This design comes from an exercise in tuning for small area, a short achievable clock period and few clock cycles per item on the open sky130 flow, not from production work.
Power figures rest on the tool's default switching activity, not on a simulated workload.

== exp/raven ==
// cws_bitenc
module cws_bitenc (
    input  wire        clk,
    input  wire        rst,
    input  wire        cmd_valid,
    output wire        cmd_ready,
    input  wire [1:0]  cmd_hdr,
    input  wire [1:0]  cmd_crc,
    input  wire        cmd_fec,
    input  wire [12:0] cmd_len,
    input  wire [15:0] cmd_bseq,
    input  wire [31:0] cmd_user,
    input  wire        in_valid,
    output wire        in_ready,
    input  wire [7:0]  in_data,
    output wire        out_valid,
    input  wire        out_ready,
    output wire [15:0] out_data,
    output wire [4:0]  out_nbits,
    output wire        out_last
);
Size in the first run: about 790 cells after synthesis, ~160 flip-flops, about 0.0087 mm² of cells after synthesis.
clock: 5.0 ns
lec_check: 0
cap_margin: 20
core_margin: 2
core_utilization: 40
place_density: 0.6
setup_slack_margin: 2.8
slew_margin: 20
standard.sh (not shown) runs the stock make flow with config.mk's settings and CLKGATE_MAP_FILE= SYNTH_SCRIPT=/design/flow/synth_recipe.tcl, a recipe that flattens the netlist after the stock synthesis.
==> flow/flow/run.sh <==
#!/bin/bash
# The standard layout, with plain buffers (buf_1) on the ports instead of
# the delay-cell buffers that buffer_ports picks by default. Every port
# still gets its own buffer.
set -euo pipefail
bash standard.sh finish "BUFFER_PORTS_ARGS=-buffer_cell sky130_fd_sc_hd__buf_1" > flow_make.log 2>&1
Input changes introduced in exp/willow (baseline for comparison: exp/raven):
diff --git a/flow/design.v b/flow/design.v
--- a/flow/design.v
+++ b/flow/design.v
@@ -30,21 +30,23 @@
     reg        left_z, left_1;  
     reg        in_ready_r;
     reg  [7:0] cur;            
     reg        cur_v;
     reg        cur_d;          
     reg        cur_t;          
     reg        cur_e;          
     reg        cur_l;          
     reg  [7:0] q1_d;           
     reg        q1_v;
-    reg        pk_half;        
+    reg [15:0] pk;             
+    reg        pk_full, pk_half, pk_last;
+    reg  [2:0] pk_nb;          
     reg [15:0] od;
     reg        ov, ol;
     reg  [2:0] onb;
     function [15:0] crc16_byte(input [15:0] c, input [7:0] b);
         integer i;
         reg [15:0] r;
         begin
             r = c;
             for (i = 7; i >= 0; i = i - 1)
                 r = {r[14:0], 1'b0} ^ ((r[15] ^ b[i]) ? 16'h1021 : 16'h0000);
@@ -57,60 +59,49 @@
         begin
             r = ~c;
             for (i = 0; i < 8; i = i + 1)
                 r = {1'b0, r[31:1]} ^ ((r[0] ^ b[i]) ? 32'hEDB8_8320 : 32'h0000_0000);
             crc32_byte = ~r;
         end
     endfunction
     wire [31:0] c32n = crc32_byte(crc, cur);
     wire [15:0] c16n = crc16_byte(crc[31:16], cur);
     wire [31:0] crc_upd = {ck32 ? c32n[31:16] : c16n, c32n[15:0]};
-    wire out_free = !ov || out_ready;
-    wire go = cur_v && out_free;
+    wire go = cur_v && !pk_full;
     reg [15:0] fw;
     reg  [5:0] enc_n;
     always @* begin : conv
         integer i;
         reg [6:0] w;
         reg [5:0] s;
         s = enc;
         for (i = 0; i < 8; i = i + 1) begin
             w = {cur[7 - i], s};
             fw[2 * i]     = ^(w & 7'o171);
             fw[2 * i + 1] = ^(w & 7'o133);
             s = w[6:1];
         end
         enc_n = s;
     end
     wire [7:0] rb = {cur[0], cur[1], cur[2], cur[3], cur[4], cur[5], cur[6], cur[7]};
     wire        complete = fec || cur_e || pk_half || cur_l;
     wire [15:0] cb = fec     ? {fw[15:12] & {4{!cur_t}}, fw[11:0]} :
-                     pk_half ? {rb, od[7:0]} : {8'h00, rb};
+                     pk_half ? {rb, pk[7:0]} : {8'h00, rb};
     wire [2:0]  cb_nb = fec     ? (cur_t ? 3'b011 : 3'b100) :
                         pk_half ? 3'b100 :
                         cur_e   ? 3'b000 : 3'b010;
+    wire out_free = !ov || out_ready;
     wire keep0  = cur_v && !go;
     wire push   = in_valid && in_ready_r;
     wire accept = idle && cmd_valid;
     wire left_2 = (in_left == 13'd2);
     wire h_end  = (fcnt == (hlong ? 3'd7 : 3'd3));
-    reg  [7:0] hbyte;          
-    always @* begin
-        case (fcnt)
-            3'd2:    hbyte = hsr[47:40];
-            3'd3:    hbyte = hsr[39:32];
-            3'd4:    hbyte = hsr[31:24];
-            3'd5:    hbyte = hsr[23:16];
-            3'd6:    hbyte = hsr[15:8];
-            default: hbyte = hsr[7:0];
-        endcase
-    end
     wire c_end  = (ccnt == (ck32 ? 2'd3 : 2'd1));
     wire nocrc  = !ck16 && !ck32;
     wire fetch_h1   = !keep0 && f_h1;
     wire fetch_h    = !keep0 && f_h;
     wire fetch_pay  = !keep0 && f_pay;
     wire fetch_c    = f_c && (!cur_v || (go && !cur_d));
     wire fetch_tail = !keep0 && f_tail;
     wire pay_got  = fetch_pay && (q1_v || push);
     wire pay_last = q1_v ? left_z : left_1;
     wire data_end = (fetch_h && h_end && !has_pay) || (pay_got && pay_last);
@@ -157,23 +148,24 @@
                 if (cur_d)
                     crc <= crc_upd;
                 enc <= enc_n;
             end
             if (fetch_h1) begin
                 cur   <= in_left[7:0];
                 cur_d <= 1'b1;
                 cur_l <= 1'b0;
             end
             if (fetch_h) begin
-                cur   <= hbyte;
+                cur   <= hsr[47:40];
                 cur_d <= 1'b1;
                 cur_l <= h_end && !has_pay && nocrc && !fec;
+                hsr   <= {hsr[39:0], 8'd0};
                 fcnt  <= fcnt + 3'd1;
             end
             if (fetch_pay) begin
                 cur   <= q1_v ? q1_d : in_data;
                 cur_d <= 1'b1;
                 cur_l <= pay_last && nocrc && !fec;
             end
             if (fetch_c) begin
                 cur   <= crc[31:24];
                 cur_d <= 1'b0;
@@ -226,25 +218,37 @@
             if (fetch_h1)
                 f_h <= 1'b1;
             else if (fetch_h && h_end)
                 f_h <= 1'b0;
             cur_v      <= accept ? ((cmd_hdr != 2'd0) || cmd_empty) :
                           (keep0 || fetch_h1 || fetch_h || pay_got ||
                            fetch_c || fetch_tail);
             q1_v       <= q1_v_n;
             in_ready_r <= left_nz_n && !q1_v_n && !f_h1_n;
         end
-        if (rst)
+        if (go) begin
+            pk      <= cb;
+            pk_nb   <= cb_nb;
+            pk_last <= cur_l;
+        end
+        if (rst) begin
+            pk_full <= 1'b0;
             pk_half <= 1'b0;
-        else if (go)
-            pk_half <= !complete;
+        end else begin
+            if (go)
+                pk_half <= !complete;
+            if (go && complete && !out_free)
+                pk_full <= 1'b1;
+            else if (out_free)
+                pk_full <= 1'b0;
+        end
         if (out_free) begin
-            od  <= cb;
-            onb <= cb_nb;
-            ol  <= cur_l;
+            od  <= pk_full ? pk      : cb;
+            onb <= pk_full ? pk_nb   : cb_nb;
+            ol  <= pk_full ? pk_last : cur_l;
         end
         if (rst)
             ov <= 1'b0;
         else if (out_free)
-            ov <= go && complete;
+            ov <= pk_full || (go && complete);
     end
 endmodule
- Higher proportion of power drawn by combinational gates goes to exp/raven over exp/willow.
- A launch point of the critical path of cur[1] is what exp/raven shows, while crc[1] belongs to exp/willow.
- exp/willow ends up with higher final cell count than exp/raven does.
- Relative to exp/raven, total non-filler cell area in the finished layout has increased by 4.9% in exp/willow.
- exp/willow against exp/raven: post-route worst setup slack held, via count went up about 0.55%, total die area went up about 12%.
No run of this note included a check of the RTL's function; only the layout flow was run.

-- port drivers added, routing unchanged --
The results above use ideal ports. As a check the final layouts listed here were re-extracted and re-timed, cells and wires unchanged. Step 1, drivers: a clkbuf_16 drives clk and a buf_2 each remaining input, both assumed. Step 2 times the ports against the registers' clock, not the clock port: input delays grow and output delays shrink by t, the midpoint of the rising clock arrivals with the driver on. Slacks: ideal ports / drivers / drivers and shift; pairs: ideal ports / drivers.
run	t, ns	slack for setup (ns)	hold slack, ns
exp/raven	0.485	2.792 / 2.792 / 2.378	0.473 / 0.473 / 0.473
exp/willow	0.478	2.794 / 2.794 / 2.545	0.476 / 0.476 / 0.476
After both steps setup and hold are still met in every run listed. For exp/raven, which loses most, drivers alone change the setup slack by 0.000 ns; drivers and shift together by -0.414 ns.
